This is an optimization exercise on Yosys and OpenROAD, whose aim is small area and a short achievable clock period, not a production implementation.
Only simulation tests tie the RTL to the original design; equivalence was not proved.
Power figures rest on the tool's default switching activity, not on a simulated workload.

==> design/flow/design.v <==
module lk_topk (
    input  wire         clk,
    input  wire         rst,           
    input  wire         in_valid,      
    input  wire         in_first,      
    input  wire         in_last,       
    input  wire         in_take,       
    input  wire [31:0]  in_data,       
    input  wire [1:0]   cfg_op,        
    input  wire [3:0]   cfg_fmt,       
    input  wire [3:0]   cfg_k,         
    output reg          out_valid,
    output wire [511:0] out_line,
    output wire         out_nonfinite
);
    localparam FMT_BF16  = 4'h3;
    localparam FMT_INT32 = 4'hC;
    localparam OP_MIN    = 2'd1;
    localparam OP_TOPK   = 2'd2;
    integer i;
    reg        row_min;        
    reg        row_int;        
    reg        row_bf16;       
    wire       cur_min  = in_first ? (cfg_op == OP_MIN)     : row_min;
    wire       cur_int  = in_first ? (cfg_fmt == FMT_INT32) : row_int;
    wire       cur_bf16 = in_first ? (cfg_fmt == FMT_BF16)  : row_bf16;
    wire [3:0] n_res    = (cfg_op == OP_TOPK) ? cfg_k : 4'd1;
    wire [31:0] wide    = cur_bf16 ? {in_data[15:0], 16'd0} : in_data;
    wire       sign     = cur_bf16 ? in_data[15] : in_data[31];
    wire       e32_ones = (in_data[30:23] == 8'hFF);
    wire       e16_ones = (in_data[14:7] == 8'hFF);
    wire       m32_nz   = (in_data[22:0] != 23'd0);
    wire       m16_nz   = (in_data[6:0] != 7'd0);
    wire       z32      = !m32_nz && (in_data[30:23] == 8'h00);
    wire       z16      = !m16_nz && (in_data[14:7] == 8'h00);
    wire       w_nf     = !cur_int && (cur_bf16 ? e16_ones : e32_ones);
    wire       w_nan    = !cur_int && (cur_bf16 ? (e16_ones & m16_nz) : (e32_ones & m32_nz));
    wire       w_zfp    = !cur_int && (cur_bf16 ? z16 : z32);
    reg        p_valid, p_first, p_last, p_take;
    reg [31:0] p_data;         
    reg        p_nf;           
    reg        p_nan;          
    reg        p_zfp;          
    reg        p_flip;         
    reg        p_bd;           
    reg  [3:0] p_nres;         
    always @(posedge clk) begin
        if (rst)
            p_valid <= 1'b0;
        else
            p_valid <= in_valid;
        p_first <= in_first;
        p_last  <= in_last;
        p_take  <= in_take;
        p_data  <= wide;
        p_nf    <= w_nf;
        p_nan   <= w_nan;
        p_zfp   <= w_zfp;
        p_flip  <= cur_min ^ (!cur_int & sign);
        p_bd    <= !(sign ^ cur_min);
        p_nres  <= n_res;
        if (in_valid && in_first) begin
            row_min  <= (cfg_op == OP_MIN);
            row_int  <= (cfg_fmt == FMT_INT32);
            row_bf16 <= (cfg_fmt == FMT_BF16);
        end
    end
    function [1:0] cmp31;    
        input [30:0] a, b;
        reg [31:0] g, l;
        integer w, j;
        begin
            g = {1'b0, a & ~b};
            l = {1'b0, ~a & b};
            for (w = 1; w < 32; w = w * 2)
                for (j = 0; j < 32; j = j + 2 * w) begin
                    g[j] = g[j + w] | (!l[j + w] & g[j]);
                    l[j] = l[j + w] | (!g[j + w] & l[j]);
                end
            cmp31 = {g[0], l[0]};
        end
    endfunction
    function ranks_before;
        input [31:0] v;
        input        v_nan;
        reg mgt, mlt, better;
        begin
            {mgt, mlt} = cmp31(p_data[30:0], v[30:0]);
            if (p_data[31] ^ v[31])
                better = p_bd & !(p_zfp & !mgt & !mlt);
            else
                better = p_flip ? mlt : mgt;
            ranks_before = !p_nan & (v_nan | better);
        end
    endfunction
    reg        s_nan   [0:7];
    reg [31:0] s_val   [0:7];
    reg [15:0] s_pos   [0:7];
    reg        q_valid, q_first, q_last, q_take, q_nf, q_nan;
    reg [31:0] q_data;
    reg  [3:0] q_nres;         
    reg  [7:0] q_b;            
    reg        q_bq;           
    reg  [7:0] ins_prev;       
    wire s1_clear = p_first | (q_valid & q_first);
    always @(posedge clk) begin
        if (rst)
            q_valid <= 1'b0;
        else
            q_valid <= p_valid;
        q_first <= p_first;
        q_last  <= p_last;
        q_take  <= p_take;
        q_nf    <= p_nf;
        q_nan   <= p_nan;
        q_data  <= p_data;
        if (p_valid && p_first)
            q_nres <= p_nres;
        for (i = 0; i < 8; i = i + 1)
            q_b[i] <= s1_clear | (s_nan[i] & !s_val[i][30]) | ranks_before(s_val[i], s_nan[i]);
        q_bq <= p_first | ranks_before(q_data, q_nan);
    end
    reg        beats [0:7];
    reg  [7:0] mv;             
    reg        shf   [0:7];    
    reg [15:0] row_pos;        
    reg        row_nf;
    wire        take    = q_valid & q_take;
    wire [15:0] cur_pos = q_first ? 16'd0 : row_pos;
    always @(*) begin
        for (i = 0; i < 8; i = i + 1) begin
            if (i > 0 && ins_prev[(i == 0) ? 0 : i-1])
                beats[i] = q_b[(i == 0) ? 0 : i-1];
            else if (ins_prev[i])
                beats[i] = q_bq;
            else
                beats[i] = q_b[i];
            mv[i]  = take & (q_nres > i) & beats[i];
        end
        shf[0] = 1'b0;
        for (i = 1; i < 8; i = i + 1)
            shf[i] = beats[i-1];
    end
    wire keep = !(q_valid & q_first);    
    always @(posedge clk) begin
        ins_prev <= mv;
        for (i = 0; i < 8; i = i + 1) begin
            if (mv[i]) begin
                if (shf[i]) begin
                    s_nan[i]   <= !keep | s_nan[(i == 0) ? 0 : i-1];
                    s_val[i]   <= {32{keep}} & s_val[(i == 0) ? 0 : i-1];
                    s_pos[i]   <= {16{keep}} & s_pos[(i == 0) ? 0 : i-1];
                end else begin
                    s_nan[i]   <= q_nan;
                    s_val[i]   <= q_data;
                    s_pos[i]   <= cur_pos;
                end
            end else begin
                s_nan[i]   <= !keep | s_nan[i];
                s_val[i]   <= {32{keep}} & s_val[i];
                s_pos[i]   <= {16{keep}} & s_pos[i];
            end
        end
        if (q_valid) begin
            row_pos <= cur_pos + 16'd1;
            row_nf  <= (!q_first & row_nf) | (take & q_nf);
        end
        if (rst)
            out_valid <= 1'b0;
        else
            out_valid <= q_valid & q_last;
    end
    genvar g;
    generate
        for (g = 0; g < 8; g = g + 1) begin : g_line
            assign out_line[32*g +: 32]       = s_val[g];
            assign out_line[256 + 16*g +: 16] = s_pos[g];
        end
    endgenerate
    assign out_line[511:384] = 128'd0;
    assign out_nonfinite     = row_nf;
endmodule
==> design/flow/flow/run.sh <==
#!/bin/bash
# The standard layout (the standard.sh, unchanged synthesis) with two changes:
# timing repair aims for a setup margin (the clock period stays the SDC's), and
# the port buffers are buf_1 cells instead of the default delay buffers.
set -euo pipefail
MARGIN=${MARGIN:-6.6}
sed -e "s|\"\${@:-finish}\"|SETUP_SLACK_MARGIN=$MARGIN 'BUFFER_PORTS_ARGS=-buffer_cell sky130_fd_sc_hd__buf_1' \"\${@:-finish}\"|" standard.sh > own_standard.sh
bash own_standard.sh > own_flow.log 2>&1
==> design/flow/standard.sh <==
#!/bin/bash
# synth_recipe.tcl (not shown) runs the flow's synth.tcl, then flattens the netlist and writes it again
# the make line also repeats each setting of config.mk as NAME=value (left out here)
make -C /OpenROAD-flow-scripts/flow DESIGN_CONFIG=/design/flow/config.mk WORK_HOME=/design/flow/orfs CLKGATE_MAP_FILE= SYNTH_SCRIPT=/design/flow/synth_recipe.tcl "${@:-finish}"
==> design/flow/config.mk <==
export PLATFORM = sky130hd
export DESIGN_NAME = lk_topk
export DESIGN_NICKNAME = lk_topk
export VERILOG_FILES = /design/flow/design.v
export SDC_FILE = /design/flow/constraint.sdc
export NUM_CORES = 4
export LEC_CHECK = 0
export CAP_MARGIN = 20
export CORE_MARGIN = 2
export CORE_UTILIZATION = 40
export CTS_CLUSTER_DIAMETER = 80
export CTS_CLUSTER_SIZE = 36
export SLEW_MARGIN = 20
==> design/flow/constraint.sdc <==
create_clock -name core_clock -period 10.0 [get_ports {clk}]
set_input_delay 2.0000 -clock core_clock [delete_from_list [all_inputs] [get_ports {clk}]]
set_output_delay 2.0000 -clock core_clock [all_outputs]
set_load 0.01 [all_outputs]
==> out/summary.txt, run 1 <==
# DRC - 0
P&R area growth vs syn - 10.4%
# rows - 95
Arr. time, crit path - 1.38 ns
H-tree levels - 2
first-pass detailed-route iteration total - 6
Distinct cells, synth - 66
CTS max path bufs - 3
critical path data required time - 8.00 ns
Worst Tran Pin Value - 1.17 ns
static leakage - 9.94 nW
Synth area leaders - dfxtp_1 (36%), a22oi_1 (10%), o21ai_0 (5.7%)
DP Wirelength - 79800 microns
Layout Skew - 0.0313 ns
initial antenna violation count - 3
Final Wtd Congestion - 0.930
total wire length - 116000 microns
endpoints failing setup - 0
CP max FO - 5
Layout Nets - 3557
area post-placement - 28800 sq um
met2 WL post-DR - 52800 microns
Root Driver - clkbuf_16
EDFF count, synth - 24
met3 wire len - 10700 microns
Antenna Nets Post-Route - 0
gr usage total - 0.315
area leader, netlist - dfxtp_1
Initial Util - 0.405
first-pass GRT wire length - 166000 microns
max incr delay on CP - 0.49 ns
fraction of layout cells with a size suffix above 1 - 0.0487
setup tns final - 0 ns
vias per cell - 6.11
sequential area share after synthesis - 0.388
I/O pin total - 562
ys flop type - dfxtp_1
CP Buf/Inv Count - 1
#FFs+latches synth - 517
Post-Place Setup Slack - 6.24 ns
CTS tree - done
Top Metal Used - met5
Max-Cap Viols - 0
critical path type - reg -> out
width of the die - 265 microns
largest net degree at the start of global routing - 100
outcome - no timing/DRC/antenna violations
vias in the first global route - 23.8k
met1 WL - 48500 microns
max frequency - 0.296 GHz
total grt overflow - 0
clock period minus worst slack - 3.38 ns
pwr/cell area - 177 nW/um^2
mapped cell area - 27300 sq um
number of antenna diodes - 0
hold buffers post-CTS - 0
RSZ-0062 raised after global routing - false
Crit path max-delay family - flip-flops
HP Class - reg -> reg
Syn. warnings - 6
core area - 67300 sq um
Die Y - 265 microns
total clock buffers created by CTS - 34
via count - 26.9k
Reg clk slew, reported paths - 0.10 ns
Syn Area/Cell - 8.32 sq um
Tcrit/Tclk final - 0.338
clk sink count - 517
Max-slew headroom - 0.217
cells after synthesis - 3277
Worst VDD drop - 0.000105 V
Inst Count DP - 4338
Design Area, Final - 30100 sq um
drt wl/cell - 26.4 microns
Crit. End Element - output pin
Setup WS post-layout - 6.62 ns
fin util - 0.447
I/O Buffers - 433
Critical Path Start Type - flop
Layout Cells excl Fill - 4406
Die ar. - 70300 sq um
clock latency on the worst-skew pair - 0.60 ns
post-synth top area share - 0.362
critical-path cell list - buf_1
final hold vios - 0
Post-synth ARST share - 0
DR iter-0 viols - 3564
slowest CP cell - dfxtp_1
Slew Limit Fails - 0
## sequential cells by signal (all words and copies together), names as in the netlist, 4 cells and up
name and count:
ins_prev 8, p_data 32, p_nres 4, q_b 8
q_data 32, q_nres 4, row_pos 16, s_nan 8
s_pos 128, s_val 256
## through the flow
| step | power, mW | hold WS, ns |
|---|---|---|
| 6_report | 5.32 | 0.335 |
| 5_1_grt | 5.52 | 0.343 |
| 4_1_cts | 5.29 | 0.336 |
| 3_5_place_dp | 3.72 | 0.313 |
| 3_3_place_gp | 3.71 | 0.316 |
| 2_1_floorplan | 3.29 | 0.310 |
## path summary, 6_finish.rpt
kind	start	end	slack (ns)	cells past startpoint
setup / recovery	s_val[5][9]	out_line[169]	6.62	1
hold / removal	p_last	q_last	0.34	0
setup reg to reg	p_data[20]	q_b[1]	6.64	9
hold reg to reg	p_last	q_last	0.34	0
## cells in the final DEF, fill, tap and decap left out, drive strengths merged, types with 17 or more instances in the layout
cell type  Yosys  layout
conb           1     128
a22oi        364     364
mux2          17      17
o2bb2ai       33      33
nor2b        114     114
maj3         140     140
a21o          24      24
o22ai        183     183
and2          33      33
nand3b        52      52
buf          177     474
clkbuf       232      38
a2bb2oi       38      38
nand2b       125     125
a21oi        124     124
dfxtp        493     493
nor3b         59      59
inv          101     113
nor2          61      63
o21ai        320     320
nand2        310     310
edfxtp        24      24
nand3         59      59
## power breakdown
group          switching [mW]  internal, mW  leakage [nW]  total [mW]
Combinational           0.649         0.431          5.13        1.08
Clock                   0.884         0.725         0.566        1.61
Sequential              0.359          2.27          4.24        2.63
## metal layers
metal  global-route usage  vias to the layer above
met5                    0                        -
met4                0.105                        6
met3               0.0583                      224
met2                0.497                     1383
met1                0.432                    13100
li1                     -                    12200
## synthesized netlist by cell type, types with 52 or more instances
cell      number
nor2_1        61
maj3_1       129
a22oi_1      364
o21ai_0      312
nand3b_1      52
clkbuf_1     232
o22ai_1      183
inv_1        100
nand2b_1     125
nor3b_1       59
buf_4        130
nor2b_1      113
nand3_1       59
a21oi_1      124
dfxtp_1      493
nand2_1      310
## logic make-up after synthesis
logic type	count (synthesis)	synth area share
multiplexers	29	0.0114
AND/OR/NAND/NOR	869	0.168
XOR/XNOR	23	0.00739
adder cells (fa/ha/maj)	141	0.0524
buffers and inverters	516	0.0900
other	1	0.000138
flip-flops	517	0.388
AO/OA/AOI/OAI	1181	0.282
## what timing repair did
item	in CTS	in global routing
hold endpoints to repair	0	0
endpoints found under the setup margin	148	103
cloned	2	0
gates resized for setup	10	11
pin swaps	2	0
setup buffers	2	0
## cell type report
class                      count  area [sq um]
timing repair buffer         475          1990
tap                          873          1090
clock inverter                24           290
inverter                     107           403
multi-input combinational   2373         14800
clock buffer                  37           893
fill                        6873         37200
sequential                   517         10600
==> inputs of run 2 (changes only) <==
==> design/flow/flow/run.sh (replaced) <==
#!/bin/bash
# The standard layout (the standard.sh, unchanged synthesis) with three changes:
# timing repair aims for a setup margin (the clock period stays the SDC's), the
# port buffers are buf_1 cells instead of the default delay buffers, and the
# constant outputs share the synthesized tie cell instead of one tie cell each.
set -euo pipefail
MARGIN=${MARGIN:-6.6}
sed -e "s|\"\${@:-finish}\"|SETUP_SLACK_MARGIN=$MARGIN SKIP_REPAIR_TIE_FANOUT=1 'BUFFER_PORTS_ARGS=-buffer_cell sky130_fd_sc_hd__buf_1' \"\${@:-finish}\"|" standard.sh > own_standard.sh
bash own_standard.sh > own_flow.log 2>&1
--- a/design/flow/config.mk
+++ b/design/flow/config.mk
@@ -7,7 +7,7 @@
 export LEC_CHECK = 0
 export CAP_MARGIN = 20
 export CORE_MARGIN = 2
-export CORE_UTILIZATION = 40
-export CTS_CLUSTER_DIAMETER = 80
-export CTS_CLUSTER_SIZE = 36
+export CORE_UTILIZATION = 55
+export CTS_CLUSTER_DIAMETER = 100
+export CTS_CLUSTER_SIZE = 24
 export SLEW_MARGIN = 20
==> run 2 against run 1 <==
  * Utilization grew 14 points
  * Synthesized cell count is the same
  * Highest routed layer unchanged
  * Global-route usage grew 8.9 points
  * Still clean on timing, DRC and antenna
  * Maximum frequency shrank 2.2%
==> out/summary.txt, run 2 <==
final hold vios - 0 (unchanged)
CTS tree - done
Distinct cells, synth - 66 (unchanged)
Worst Tran Pin Value - 1.21 ns (+0.0366 ns)
static leakage - 9.32 nW (-6.2%)
Post-Synth XOR/XNOR Area - 0.00739 (unchanged)
critical path data required time - 10.49 ns (+2.49 ns)
gr usage total - 0.404 (+0.0894)
Layout Nets - 3420 (-3.9%)
total wire length - 110000 microns (-5.7%)
area leader, netlist - dfxtp_1
Crit. End Element - flop
Initial Util - 0.557 (+0.152)
Max-slew headroom - 0.193 (-0.0236)
sequential area share after synthesis - 0.388 (unchanged)
combinational family with the most area after synthesis - compound AO/OA/AOI/OAI gates
DR iter-0 viols - 3887 (+9.1%)
Reg clk slew, reported paths - 0.10 ns (about the same)
Critical Path Start Type - flop
Root Driver - clkbuf_16
Synth Area in Adders - 0.0524 (unchanged)
clock latency on the worst-skew pair - 0.61 ns (about the same)
Antenna Nets Post-Route - 0 (unchanged)
fill cell count - 4558 (-34%)
Inst Count DP - 3999 (-7.8%)
drt wl/cell - 27.1 microns (+2.7%)
clk sink count - 517 (unchanged)
clock period minus worst slack - 3.46 ns (+0.0756 ns)
# DRC - 0 (unchanged)
Max-Cap Viols - 0 (unchanged)
DP Wirelength - 74200 microns (-7.1%)
Syn. warnings - 6 (unchanged)
total grt overflow - 0 (unchanged)
core area - 49000 sq um (-27%)
initial antenna violation count - 5 (+2)
max reg flops - 256 (unchanged)
I/O Buffers - 433 (unchanged)
width of the die - 227 microns (-14%)
most frequent cells in the layout - dfxtp_1 (478), buf_1 (430), a22oi_1 (364)
H-tree levels - 1 (-1)
via count - 27.3k (+1.4%)
Arr. time, crit path - 3.95 ns (+2.57 ns)
Layout Skew - 0.0291 ns (-0.00216 ns)
vias per cell - 6.75 (+10%)
fraction of layout cells with a size suffix above 1 - 0.0447 (-0.00398)
Die Y - 227 microns (-14%)
Die ar. - 51400 sq um (-27%)
post-synth top area share - 0.362 (unchanged)
HP Class - reg -> reg
EDFF count, synth - 24 (unchanged)
Largest regs - s_val x256, s_pos x128
total clock buffers created by CTS - 25 (-26%)
#FFs+latches synth - 517 (unchanged)
fin util - 0.590 (+0.143)
first-pass GRT wire length - 157000 microns (-5.3%)
Tcrit/Tclk final - 0.346 (+0.00756)
outcome - no timing/DRC/antenna violations
ys flop type - dfxtp_1
Slew Limit Fails - 0 (unchanged)
I/O pin total - 562 (unchanged)
vias in the first global route - 24.5k (+3.0%)
endpoints failing setup - 0 (unchanged)
first-pass detailed-route iteration total - 8 (+2)
RSZ-0062 raised after global routing - true
CTS max path bufs - 3 (unchanged)
critical path type - reg -> reg
Post-Place Setup Slack - 6.20 ns (-0.0466 ns)
largest net degree at the start of global routing - 129 (+29%)
Post-Synth Simple-Gate Area - 0.168 (unchanged)
Setup WS post-layout - 6.54 ns (-0.0756 ns)
commonest non-fill, non-tap cell in the layout - dfxtp_1
cells after synthesis - 3277 (unchanged)
CP max FO - 23 (+18)
Synth area leaders - dfxtp_1 (36%), a22oi_1 (10%), o21ai_0 (5.7%)
# rows - 81 (-15%)
Top reg by flops - s_val
hold buffers post-CTS - 0 (unchanged)
Final Wtd Congestion - 0.952 (+2.4%)
max frequency - 0.289 GHz (-2.2%)
mapped cell area - 27300 sq um (unchanged)
Post-synth ARST share - 0 (unchanged)
top cells by count, synth - dfxtp_1 (493), a22oi_1 (364), o21ai_0 (312)
pwr/cell area - 170 nW/um^2 (-4.0%)
Compound-Gate Fraction of Synth Area - 0.282 (unchanged)
Worst Hold Slack - 0.337 ns (+0.00180 ns)
post-synthesis mux area share - 0.0114 (unchanged)
P&R area growth vs syn - 6.01%
setup tns final - 0 ns (unchanged)
most common cell in the netlist - dfxtp_1
Syn Area/Cell - 8.32 sq um (unchanged)
Worst VDD drop - 0.000136 V (+30%)
Layout Cells excl Fill - 4044 (-8.2%)
-- run 2: cell counts after synthesis --
Identical to the previous run, type by type.
-- run 2: critical path: stages (launching register included) --
cell	delay [ns]
dfxtp_2	0.58
inv_1	0.27
maj3_1	0.41
maj3_2	0.33
maj3_1	0.38
o21ai_0	0.52
or2_2	0.24
o2111ai_1	0.12
o311a_1	0.14
a2111o_1	0.38
-- run 2: final timing paths --
kind	cells past startpoint	end	slack, ns	startpoint
hold / removal	0	q_last	0.34	p_last
hold reg to reg	0	q_last	0.34	p_last
setup reg to reg	9	q_bq	6.54	p_data[25]
setup / recovery	9	q_bq	6.54	p_data[25]
-- run 2: what timing repair did --
action | 4_1_cts | 5_1_grt
cloned | 1 | 2
pin swaps | 2 | 3
resized for setup | 6 | 21
endpoints found under the setup margin | 33 | 225
setup buffers | 1 | 4
-- run 2: routing by layer --
metal  wire, microns  part of all wire  track usage
met4            5680             0.052        0.180
met5              41           0.00037            0
met2           48100              0.44        0.621
met1           43100              0.39        0.543
met3           12600              0.12       0.0885
-- run 2: kinds of logic (layout without fill, tap and decap cells) --
logic type / Yosys count / in the layout
buffers and inverters: 516 / 614
DFF: 517 / 517
AOI/OAI and AO/OA: 1181 / 1181
xor gates and xnor gates: 23 / 23
adders and majority gates: 141 / 141
and+or+nand+nor: 869 / 872
muxes: 29 / 29
other: 1 / 3
-- run 2: stage by stage --
stage / instance area (sq um) / power (mW)
after floorplan: 27300 / 3.29
after global placement: 28000 / 3.66
after detailed placement: 28100 / 3.70
after CTS: 28800 / 4.86
after global routing: 28900 / 5.08
final: 28900 / 4.90
-- run 2: area by class of cell --
cell class	count	area (sq um)	area share
multi-input combinational	2247	14400	0.497
sequential	517	10600	0.367
timing repair buffer	473	2000	0.0693
tap	664	831	0.0287
clock buffer	31	648	0.0224
inverter	107	403	0.0139
clock inverter	3	47.5	0.00165
antenna	2	5.00	0.000173
-- run 2: report_power, final --
| part | internal (mW) | switching (mW) | leakage (nW) |
|---|---|---|---|
| Clock | 0.488 | 0.707 | 0.338 |
| Combinational | 0.433 | 0.653 | 4.73 |
| Sequential | 2.27 | 0.351 | 4.25 |
| Total | 3.19 | 1.71 | 9.32 |
==> inputs of run 3 (changes only) <==
--- a/design/flow/flow/run.sh
+++ b/design/flow/flow/run.sh
@@ -4,6 +4,6 @@
 # port buffers are buf_1 cells instead of the default delay buffers, and the
 # constant outputs share the synthesized tie cell instead of one tie cell each.
 set -euo pipefail
-MARGIN=${MARGIN:-6.6}
+MARGIN=${MARGIN:-6.75}
 sed -e "s|\"\${@:-finish}\"|SETUP_SLACK_MARGIN=$MARGIN SKIP_REPAIR_TIE_FANOUT=1 'BUFFER_PORTS_ARGS=-buffer_cell sky130_fd_sc_hd__buf_1' \"\${@:-finish}\"|" standard.sh > own_standard.sh
 bash own_standard.sh > own_flow.log 2>&1
--- a/design/flow/config.mk
+++ b/design/flow/config.mk
@@ -7,7 +7,7 @@
 export LEC_CHECK = 0
 export CAP_MARGIN = 20
 export CORE_MARGIN = 2
-export CORE_UTILIZATION = 55
+export CORE_UTILIZATION = 60
 export CTS_CLUSTER_DIAMETER = 100
 export CTS_CLUSTER_SIZE = 24
 export SLEW_MARGIN = 20
==> run 3 against run 2 <==
  * Still clean
  * Routed wire length decreased by 2.1%
  * Clock skew increased by 0.0013 ns
  * Combinational power about the same
  * Synthesized cell count is the same
  * Via count is essentially flat
  * Critical path type is now reg -> out
==> out/summary.txt, run 3 <==
static leakage - 9.59 nW (+2.9%)
Tcrit/Tclk final - 0.327 (-0.0189)
Layout Nets - 3412 (-0.23%)
first-pass detailed-route iteration total - 6 (-2)
max frequency - 0.306 GHz (+5.8%)
mapped cell area - 27300 sq um (unchanged)
most frequent cells in the layout - buf_1 (374), a22oi_1 (364), o21ai_0 (311)
Antenna Nets Post-Route - 0 (unchanged)
Slew Limit Fails - 0 (unchanged)
Die ar. - 47200 sq um (-8.2%)
# DRC - 0 (unchanged)
Max-Cap Viols - 0 (unchanged)
hold buffers post-CTS - 0 (unchanged)
outcome - no timing/DRC/antenna violations
post-synth top area share - 0.362 (unchanged)
max reg flops - 256 (unchanged)
Final Wtd Congestion - 0.992 (+4.2%)
M3 GR Usage - 0.104 (+0.0158)
flip-flop and latch area - 10900 sq um (+2.5%)
Layout Skew - 0.0305 ns (+0.00134 ns)
Initial Util - 0.605 (+0.0477)
Worst Hold Launch - p_take
DP Wirelength - 73300 microns (-1.1%)
Syn Area/Cell - 8.32 sq um (unchanged)
max incr delay on CP - 0.44 ns (-0.14 ns)
Arr. time, crit path - 1.27 ns (-2.68 ns)
DR iter-0 viols - 3720 (-4.3%)
commonest non-fill, non-tap cell in the layout - buf_1
vias in the first global route - 25.2k (+2.9%)
total wire length - 107000 microns (-2.1%)
#FFs+latches synth - 517 (unchanged)
Worst Hold Slack - 0.337 ns (+0.000496 ns)
first-pass GRT wire length - 158000 microns (+0.31%)
via count - 27.3k (+0.029%)
top cells by count, synth - dfxtp_1 (493), a22oi_1 (364), o21ai_0 (312)
largest net degree at the start of global routing - 129 (unchanged)
endpoints failing setup - 0 (unchanged)
area occupied by multi-input gates - 14400 sq um (+0.14%)
Post-Place Setup Slack - 6.29 ns (+0.0920 ns)
critical path type - reg -> out
initial antenna violation count - 10 (+5)
clock latency on the worst-skew pair - 0.61 ns (about the same)
Post-synth ARST share - 0 (unchanged)
critical-path cell list - buf_2
Synth area leaders - dfxtp_1 (36%), a22oi_1 (10%), o21ai_0 (5.7%)
met2 Usage GRT - 0.683 (+0.0623)
I/O pin total - 562 (unchanged)
cells after synthesis - 3277 (unchanged)
core area - 45100 sq um (-7.9%)
Worst Tran Pin Value - 1.16 ns (-0.0446 ns)
critical path data required time - 8.00 ns (-2.49 ns)
sequential area share after synthesis - 0.388 (unchanged)
total clock buffers created by CTS - 26 (+4.0%)
Critical Path Start Type - flop
ys flop type - dfxtp_1
Reg clk slew, reported paths - 0.12 ns (+0.02 ns)
Most Used Layer, Global Route - met2
total grt overflow - 0 (unchanged)
Worst VDD drop - 0.000180 V (+32%)
Syn. warnings - 6 (unchanged)
EDFF count, synth - 24 (unchanged)
fraction of layout cells with a size suffix above 1 - 0.117 (+0.0725)
pwr/cell area - 169 nW/um^2 (-0.33%)
Crit path max-delay family - flip-flops
CP max FO - 4 (-83%)
crit path launch - s_val[4][11]
HP Class - reg -> reg
GRT met1 Usage - 0.557 (+0.0134)
slowest CP cell - dfxtp_1
CP Buf/Inv Count - 1 (unchanged)
Setup WS post-layout - 6.73 ns (+0.189 ns)
Distinct cells, synth - 66 (unchanged)
RSZ-0062 raised after global routing - true
width of the die - 217 microns (-4.2%)
Worst R2R Start - p_data[8]
I/O Buffers - 433 (unchanged)
final hold vios - 0 (unchanged)
Top reg by flops - s_val
clk sink count - 517 (unchanged)
vias per cell - 6.87 (+1.8%)
H-tree levels - 1 (unchanged)
fill cell count - 3967 (-13%)
Max-slew headroom - 0.223 (+0.0298)
Crit. End Element - output pin
area leader, netlist - dfxtp_1
# rows - 78 (-3.7%)
most common cell in the netlist - dfxtp_1
drt wl/cell - 27.0 microns (-0.34%)
gr usage total - 0.435 (+0.0307)
Root Driver - clkbuf_16
Die Y - 217 microns (-4.2%)
Power Total - 4.92 mW (+0.46%)
setup tns final - 0 ns (unchanged)
CTS tree - done
CTS max path bufs - 3 (unchanged)
Largest regs - s_val x256, s_pos x128
clock period minus worst slack - 3.27 ns (-0.189 ns)
P&R area growth vs syn - 6.85%
run 3: cell count changes in the layout (fill, tap and decap cells not counted), sizes merged:
cell,delta
clkbuf,+13
o2111ai,+1
bufinv,-1
diode,+1
nor2,-2
clkinvlp,+1
clkinv,+1
buf,-21
run 3: power breakdown:
part	total (mW)	leakage [nW]	internal (mW)	switching, mW
logic	1.10	4.90	0.442	0.654
clock network	1.20	0.352	0.486	0.711
registers	2.63	4.33	2.29	0.342
total	4.92	9.59	3.22	1.71
run 3: final timing paths:
| path | endpoint | slack, ns | cells past startpoint |
|---|---|---|---|
| max | out_line[139] | 6.73 | 1 |
| min | q_take | 0.34 | 0 |
| min reg2reg | q_take | 0.34 | 0 |
| max reg2reg | q_bq | 6.83 | 9 |
run 3: kinds of logic after synthesis:
logic type,after synthesis,synth area share
compound gates,1181,0.282
xor+xnor,23,0.00739
fa+ha+maj,141,0.0524
buf+inv,516,0.0900
flops,517,0.388
mux,29,0.0114
other cells,1,0.000138
simple gates,869,0.168
run 3: per-stage QoR:
stage | utilization | cells | area [sq um]
floorplan | - | 3277 | 27300
global placement | 0.619 | 3929 | 27900
detailed placement | 0.619 | 3929 | 27900
CTS | 0.641 | 3967 | 28900
global route | 0.646 | 3971 | 29100
finish | 0.646 | 3973 | 29100
run 3: metal layers:
metal / vias up / routed length (microns)
met4: 4 / 5870
met3: 365 / 12500
met2: 1838 / 48100
met1: 13100 / 40700
li1: 12000 / -
met5: - / 23
run 3: final cells by class:
type	instances	area share
clock buffer	31	0.0230
timing repair buffer	465	0.0686
multi-input combinational	2246	0.493
clock inverter	4	0.00185
inverter	107	0.0140
antenna	3	0.000258
tap	600	0.0258
sequential	517	0.373
run 3: what timing repair did:
item                       in CTS  in global routing
setup endpoints to repair     302                334
pin swaps                       3                  2
setup buffers                   1                  3
gates cloned                    2                  0
resized for setup             174                128
==> inputs of run 4 (changes only) <==
--- a/design/flow/config.mk
+++ b/design/flow/config.mk
@@ -7,7 +7,7 @@
 export LEC_CHECK = 0
 export CAP_MARGIN = 20
 export CORE_MARGIN = 2
-export CORE_UTILIZATION = 60
+export CORE_UTILIZATION = 55
 export CTS_CLUSTER_DIAMETER = 100
 export CTS_CLUSTER_SIZE = 24
 export SLEW_MARGIN = 20
==> run 4 against run 3 <==
  * Flip-flop and latch count unchanged
  * Synthesized cell count unchanged
  * Utilization decreased by 4.9 points
  * Non-clock buffer count increased by 8
  * Routed wire length increased by 3.1%
  * First-iteration DRC count decreased by 0.89%
  * Worst setup slack improved by 0.025 ns
  * Total power decreased by 0.14%
  * Worst hold slack improved by 0.0076 ns
  * Clock power about the same
  * Area after synthesis unchanged
  * Global-route usage decreased by 2.6 points
==> out/summary.txt, run 4 <==
post-synth top area share - 0.362 (unchanged)
Synth area leaders - dfxtp_1 (36%), a22oi_1 (10%), o21ai_0 (5.7%)
cells after synthesis - 3277 (unchanged)
Initial Util - 0.557 (-0.0477)
fill cell count - 4524 (+14%)
core area - 49000 sq um (+8.6%)
first-pass GRT wire length - 159000 microns (+0.77%)
Crit. End Element - output pin
first-pass detailed-route iteration total - 8 (+2)
CTS max path bufs - 3 (unchanged)
total grt overflow - 0 (unchanged)
CP Buf/Inv Count - 1 (unchanged)
total clock buffers created by CTS - 25 (-3.8%)
vias in the first global route - 24.8k (-1.7%)
Syn. warnings - 6 (unchanged)
critical path data required time - 8.00 ns (about the same)
Reg clk slew, reported paths - 0.10 ns (-0.02 ns)
slowest CP cell - dfxtp_1
most frequent cells in the layout - buf_1 (376), a22oi_1 (364), o21ai_0 (311)
via count - 27.1k (-0.58%)
DP Wirelength - 74100 microns (+1.1%)
DR iter-0 viols - 3687 (-0.89%)
flip-flop and latch area - 10900 sq um (+0.38%)
final hold vios - 0 (unchanged)
clock period minus worst slack - 3.24 ns (-0.0255 ns)
Layout Skew - 0.0195 ns (-0.0110 ns)
Syn Area/Cell - 8.32 sq um (unchanged)
drt wl/cell - 27.3 microns (+1.3%)
Die ar. - 51400 sq um (+8.9%)
initial antenna violation count - 2 (-8)
Antenna Nets Post-Route - 0 (unchanged)
critical-path cell list - buf_1
vias per cell - 6.71 (-2.3%)
Arr. time, crit path - 1.24 ns (-0.03 ns)
Max-Cap Viols - 0 (unchanged)
sequential area share after synthesis - 0.388 (unchanged)
Critical Path Start Type - flop
endpoints failing setup - 0 (unchanged)
Slew Limit Fails - 0 (unchanged)
fraction of layout cells with a size suffix above 1 - 0.120 (+0.00327)
setup tns final - 0 ns (unchanged)
# rows - 81 (+3.8%)
Root Driver - clkbuf_16
max reg flops - 256 (unchanged)
Power Total - 4.92 mW (-0.14%)
Worst Tran Pin Value - 1.09 ns (-0.0779 ns)
EDFF count, synth - 24 (unchanged)
# DRC - 0 (unchanged)
Max-slew headroom - 0.276 (+0.0530)
max frequency - 0.309 GHz (+0.79%)
Largest regs - s_val x256, s_pos x128
area leader, netlist - dfxtp_1
outcome - no timing/DRC/antenna violations
P&R area growth vs syn - 7.27%
Worst VDD drop - 0.000184 V (+2.4%)
fin util - 0.597 (-0.0486)
HP Class - reg -> reg
Top reg by flops - s_val
I/O Buffers - 433 (unchanged)
Layout Nets - 3420 (+0.23%)
max incr delay on CP - 0.43 ns (about the same)
gr usage total - 0.409 (-0.0259)
area post-placement - 28100 sq um (+0.56%)
area occupied by multi-input gates - 14400 sq um (about the same)
Final Wtd Congestion - 0.982 (-0.98%)
critical path type - reg -> out
Design Area, Final - 29200 sq um (+0.40%)
I/O pin total - 562 (unchanged)
commonest non-fill, non-tap cell in the layout - buf_1
largest net degree at the start of global routing - 129 (unchanged)
Tcrit/Tclk final - 0.324 (-0.00255)
width of the die - 227 microns (+4.4%)
Die Y - 227 microns (+4.4%)
most common cell in the netlist - dfxtp_1
Distinct cells, synth - 66 (unchanged)
top cells by count, synth - dfxtp_1 (493), a22oi_1 (364), o21ai_0 (312)
clk sink count - 517 (unchanged)
CTS tree - done
CP max FO - 3 (-1)
Post-synth ARST share - 0 (unchanged)
RSZ-0062 raised after global routing - false
r2r setup slk - 6.81 ns (-0.02 ns)
H-tree levels - 1 (unchanged)
clock latency on the worst-skew pair - 0.62 ns (about the same)
Crit path max-delay family - flip-flops
ys flop type - dfxtp_1
mapped cell area - 27300 sq um (unchanged)
#FFs+latches synth - 517 (unchanged)
pwr/cell area - 168 nW/um^2 (-0.53%)
total wire length - 111000 microns (+3.1%)
static leakage - 9.61 nW (+0.19%)
-- run 4: worst paths after layout --
kind	start	to	cells past startpoint
max	s_pos[3][6]	out_line[310]	1
min	p_last	q_last	0
max reg2reg	q_bq	s_val[4][24]	10
min reg2reg	p_last	q_last	0
-- run 4: logic make-up (layout without fill, tap and decap cells) --
| kind of cell | after synthesis | in the layout | synth area share |
|---|---|---|---|
| compound gates | 1181 | 1181 | 0.282 |
| simple gates | 869 | 872 | 0.168 |
| flops | 517 | 517 | 0.388 |
| buf+inv | 516 | 614 | 0.0900 |
| fa+ha+maj | 141 | 141 | 0.0524 |
| mux | 29 | 29 | 0.0114 |
| xor+xnor | 23 | 23 | 0.00739 |
| other cells | 1 | 2 | 0.000138 |
-- run 4: metal layers --
metal | track usage | up-vias | share of wire
met5 | 0 | - | 0.00024
met4 | 0.185 | 4 | 0.049
met3 | 0.0945 | 320 | 0.11
met2 | 0.629 | 1685 | 0.44
met1 | 0.544 | 13200 | 0.40
li1 | - | 12000 | -
-- run 4: area by class of cell --
type / count / area share
multi-input combinational: 2247 / 0.491
sequential: 517 / 0.373
timing repair buffer: 473 / 0.0705
tap: 664 / 0.0284
clock buffer: 31 / 0.0222
inverter: 107 / 0.0139
clock inverter: 3 / 0.000770
antenna: 1 / 0.0000856
-- run 4: repair_timing --
| item | 4_1_cts | 5_1_grt |
|---|---|---|
| resized for setup | 209 | 105 |
| setup buffers | 1 | 5 |
| cloned | 1 | 2 |
| hold endpoints to repair | 0 | 0 |
| setup endpoints to repair | 470 | 290 |
| hold buffers | 0 | 0 |
| pin swaps | 1 | 3 |
-- run 4: where the power goes --
part           switching (mW)  internal [mW]
logic                   0.657          0.442
clock network           0.714          0.462
registers               0.354           2.29
-- run 4: stage by stage --
step	hold slack, ns	setup slack (ns)	std cells
after floorplan	0.310	6.78	3277
after global placement	0.314	5.93	3996
after detailed placement	0.320	6.11	3999
after CTS	0.342	6.75	4035
after global routing	0.352	6.75	4042
final	0.345	6.76	4043
==> inputs of run 5 (changes only) <==
--- a/design/flow/config.mk
+++ b/design/flow/config.mk
@@ -8,6 +8,6 @@
 export CAP_MARGIN = 20
 export CORE_MARGIN = 2
 export CORE_UTILIZATION = 55
-export CTS_CLUSTER_DIAMETER = 100
-export CTS_CLUSTER_SIZE = 24
+export CTS_CLUSTER_DIAMETER = 110
+export CTS_CLUSTER_SIZE = 28
 export SLEW_MARGIN = 20
==> run 5 against run 4 <==
  * Still clean on timing, DRC and antenna
  * Register-to-register slack about the same
  * First-iteration DRC count down 0.14%
  * Synthesized cell count unchanged
  * Count of clock-buffer cells in the layout down 2
  * Non-clock buffer count up 1
  * Worst hold slack better by 0.0058 ns
  * Combinational power about the same
==> out/summary.txt, run 5 <==
outcome - no timing/DRC/antenna violations
critical path data required time - 8.00 ns (about the same)
Synth area leaders - dfxtp_1 (36%), a22oi_1 (10%), o21ai_0 (5.7%)
CP max FO - 4 (+1)
met3 wire len - 12000 microns (about the same)
final hold vios - 0 (unchanged)
first-pass detailed-route iteration total - 6 (-2)
first-pass GRT wire length - 159000 microns (-0.16%)
Post-Place Setup Slack - 6.11 ns (unchanged)
met1 WL - 44200 microns (+0.22%)
Critical Path Start Type - flop
endpoints failing setup - 0 (unchanged)
gr usage total - 0.408 (-0.00107)
clock latency on the worst-skew pair - 0.61 ns (about the same)
Distinct cells, synth - 66 (unchanged)
max frequency - 0.308 GHz (about the same)
RSZ-0062 raised after global routing - true
met2 WL post-DR - 49100 microns (about the same)
drt wl/cell - 27.4 microns (+0.26%)
EDFF count, synth - 24 (unchanged)
largest net degree at the start of global routing - 129 (unchanged)
area occupied by multi-input gates - 14400 sq um (about the same)
CTS max path bufs - 3 (unchanged)
area post-placement - 28100 sq um (unchanged)
commonest non-fill, non-tap cell in the layout - buf_1
ys flop type - dfxtp_1
Worst R2R Path Depth - 8 (-2)
mapped cell area - 27300 sq um (unchanged)
Inst Count DP - 3999 (unchanged)
Worst Hold Slack - 0.351 ns (+0.00585 ns)
Largest regs - s_val x256, s_pos x128
top cells by count, synth - dfxtp_1 (493), a22oi_1 (364), o21ai_0 (312)
Layout Skew - 0.0313 ns (+0.0118 ns)
most common cell in the netlist - dfxtp_1
CP Buf/Inv Count - 1 (unchanged)
setup tns final - 0 ns (unchanged)
sequential area share after synthesis - 0.388 (unchanged)
total grt overflow - 0 (unchanged)
total clock buffers created by CTS - 22 (-12%)
width of the die - 227 microns (unchanged)
total wire length - 111000 microns (+0.18%)
Slew Limit Fails - 0 (unchanged)
#FFs+latches synth - 517 (unchanged)
clk sink count - 517 (unchanged)
Top Metal Used - met5
Design Area, Final - 29200 sq um (-0.22%)
initial antenna violation count - 2 (unchanged)
P&R area growth vs syn - 7.04%
critical path type - reg -> out
flip-flop and latch area - 10900 sq um (-0.11%)
Crit path max-delay family - flip-flops
R2R Path End - q_b[1]
critical-path cell list - buf_2
Worst Tran Pin Value - 1.25 ns (+0.166 ns)
Initial Util - 0.557 (unchanged)
r2r setup slk - 6.82 ns (about the same)
I/O pin total - 562 (unchanged)
Reg clk slew, reported paths - 0.11 ns (about the same)
post-synth top area share - 0.362 (unchanged)
I/O Buffers - 433 (unchanged)
Post-synth ARST share - 0 (unchanged)
Hold Path Stages - 0 (unchanged)
Layout Cells excl Fill - 4040 (-0.074%)
# rows - 81 (unchanged)
fraction of layout cells with a size suffix above 1 - 0.115 (-0.00585)
Syn Area/Cell - 8.32 sq um (unchanged)
slowest CP cell - dfxtp_1
number of antenna diodes - 0 (-1)
fill cell count - 4531 (+0.15%)
pwr/cell area - 167 nW/um^2 (-0.84%)
H-tree levels - 1 (unchanged)
Worst Hold Launch - p_last
vias in the first global route - 24.9k (+0.19%)
hold buffers post-CTS - 0 (unchanged)
Max-slew headroom - 0.141 (-0.135)
Final Wtd Congestion - 0.982 (unchanged)
Arr. time, crit path - 1.24 ns (about the same)
static leakage - 9.55 nW (-0.54%)
Die ar. - 51400 sq um (unchanged)
Crit. End Element - output pin
area leader, netlist - dfxtp_1
clock period minus worst slack - 3.24 ns (+0.00312 ns)
Power Total - 4.86 mW (-1.1%)
Setup WS post-layout - 6.76 ns (-0.00312 ns)
Top reg by flops - s_val
vias per cell - 6.72 (+0.14%)
max incr delay on CP - 0.44 ns (about the same)
via count - 27.2k (+0.063%)
# DRC - 0 (unchanged)
HP Class - reg -> reg
most frequent cells in the layout - buf_1 (383), a22oi_1 (364), o21ai_0 (311)
Layout Nets - 3419 (-0.029%)
Worst R2R Start - p_data[28]
Worst VDD drop - 0.000142 V (-23%)
core area - 49000 sq um (unchanged)
Root Driver - clkbuf_16
Die Y - 227 microns (unchanged)
Antenna Nets Post-Route - 0 (unchanged)
DR iter-0 viols - 3682 (-0.14%)
max reg flops - 256 (unchanged)
Max-Cap Viols - 0 (unchanged)
Syn. warnings - 6 (unchanged)
Tcrit/Tclk final - 0.324 (about the same)
fin util - 0.596 (-0.00133)
DP Wirelength - 74100 microns (unchanged)
cells after synthesis - 3277 (unchanged)
CTS tree - done
hold endpoint - q_last
==> run 5: cell type report <==
| type | count | share of cell area |
|---|---|---|
| Clock buffer | 29 | 0.0205 |
| Clock inverter | 1 | 0.000557 |
| Inverter | 107 | 0.0139 |
| Multi-Input combinational cell | 2248 | 0.492 |
| Sequential cell | 517 | 0.374 |
| Tap cell | 664 | 0.0285 |
| Timing Repair Buffer | 474 | 0.0705 |
==> run 5: repair_timing <==
action / 4_1_cts / 5_1_grt
endpoints found under the hold margin: 0 / 0
endpoints found under the setup margin: 457 / 270
pin swaps: 2 / 2
setup buffers: 2 / 5
resized for setup: 191 / 105
gates cloned: 1 / 3
==> run 5: cells by family (layout without fill, tap and decap cells) <==
| group | after synthesis | after routing | share of synthesized area |
|---|---|---|---|
| adders and majority gates | 141 | 141 | 0.0524 |
| and+or+nand+nor | 869 | 873 | 0.168 |
| DFF | 517 | 517 | 0.388 |
| xor gates and xnor gates | 23 | 23 | 0.00739 |
| other | 1 | 1 | 0.000138 |
| buffers and inverters | 516 | 611 | 0.0900 |
| muxes | 29 | 29 | 0.0114 |
| AOI/OAI and AO/OA | 1181 | 1181 | 0.282 |
==> run 5: metal layers <==
metal  GRT usage  vias to the layer above
met2       0.623                     1685
li1            -                    12000
met3      0.0915                      312
met5           0                        -
met4       0.192                        2
met1       0.546                    13200
==> run 5: worst max-delay path by stage <==
stage	start	endpoint	slack, ns	cells past startpoint
6_report	s_val[0][10]	out_line[10]	6.76	1
5_1_grt	q_bq	s_val[4][21]	6.75	10
4_1_cts	s_val[1][1]	out_line[33]	6.75	1
3_5_place_dp	q_valid	s_val[4][24]	6.11	8
3_3_place_gp	in_first	p_flip	5.93	5
2_1_floorplan	cfg_fmt[1]	p_data[20]	6.78	5
==> run 5: power breakdown <==
group / switching [mW] / internal (mW)
clock: 0.696 / 0.428
sequential: 0.353 / 2.29
combinational: 0.658 / 0.441

==> re-timing with driven ports <==
The flow's constraints put no driver on any port. The routed layouts listed below were extracted and timed again, unchanged, in two steps.
Step 1 sets driving cells, clkbuf_16 on the clock port and buf_2 on the other inputs (assumed; they add their load-dependent delay and slew).
Step 2, shift: input delay + t, output delay - t, t = (earliest + latest rising clock arrival at the registers) / 2. This alone moves slack from input paths to output paths.
Slacks: no drivers / after step 1 / after step 2; pairs: no drivers / after step 1.
| run | t (ns) | setup slack, ns | worst slew at a driven data input, ns |
|---|---|---|---|
| run 1 | 0.644 | 6.620 / 6.557 / 6.245 | 0.09 |
| run 2 | 0.661 | 6.545 / 6.540 / 6.131 | 0.09 |
| run 3 | 0.659 | 6.734 / 6.674 / 6.249 | 0.09 |
| run 4 | 0.674 | 6.759 / 6.696 / 6.192 | 0.10 |
| run 5 | 0.661 | 6.756 / 6.690 / 6.198 | 0.09 |
After both steps setup and hold are still met in every run listed. For run 4, which loses most, drivers alone change the setup slack by -0.063 ns; drivers and shift together by -0.567 ns.
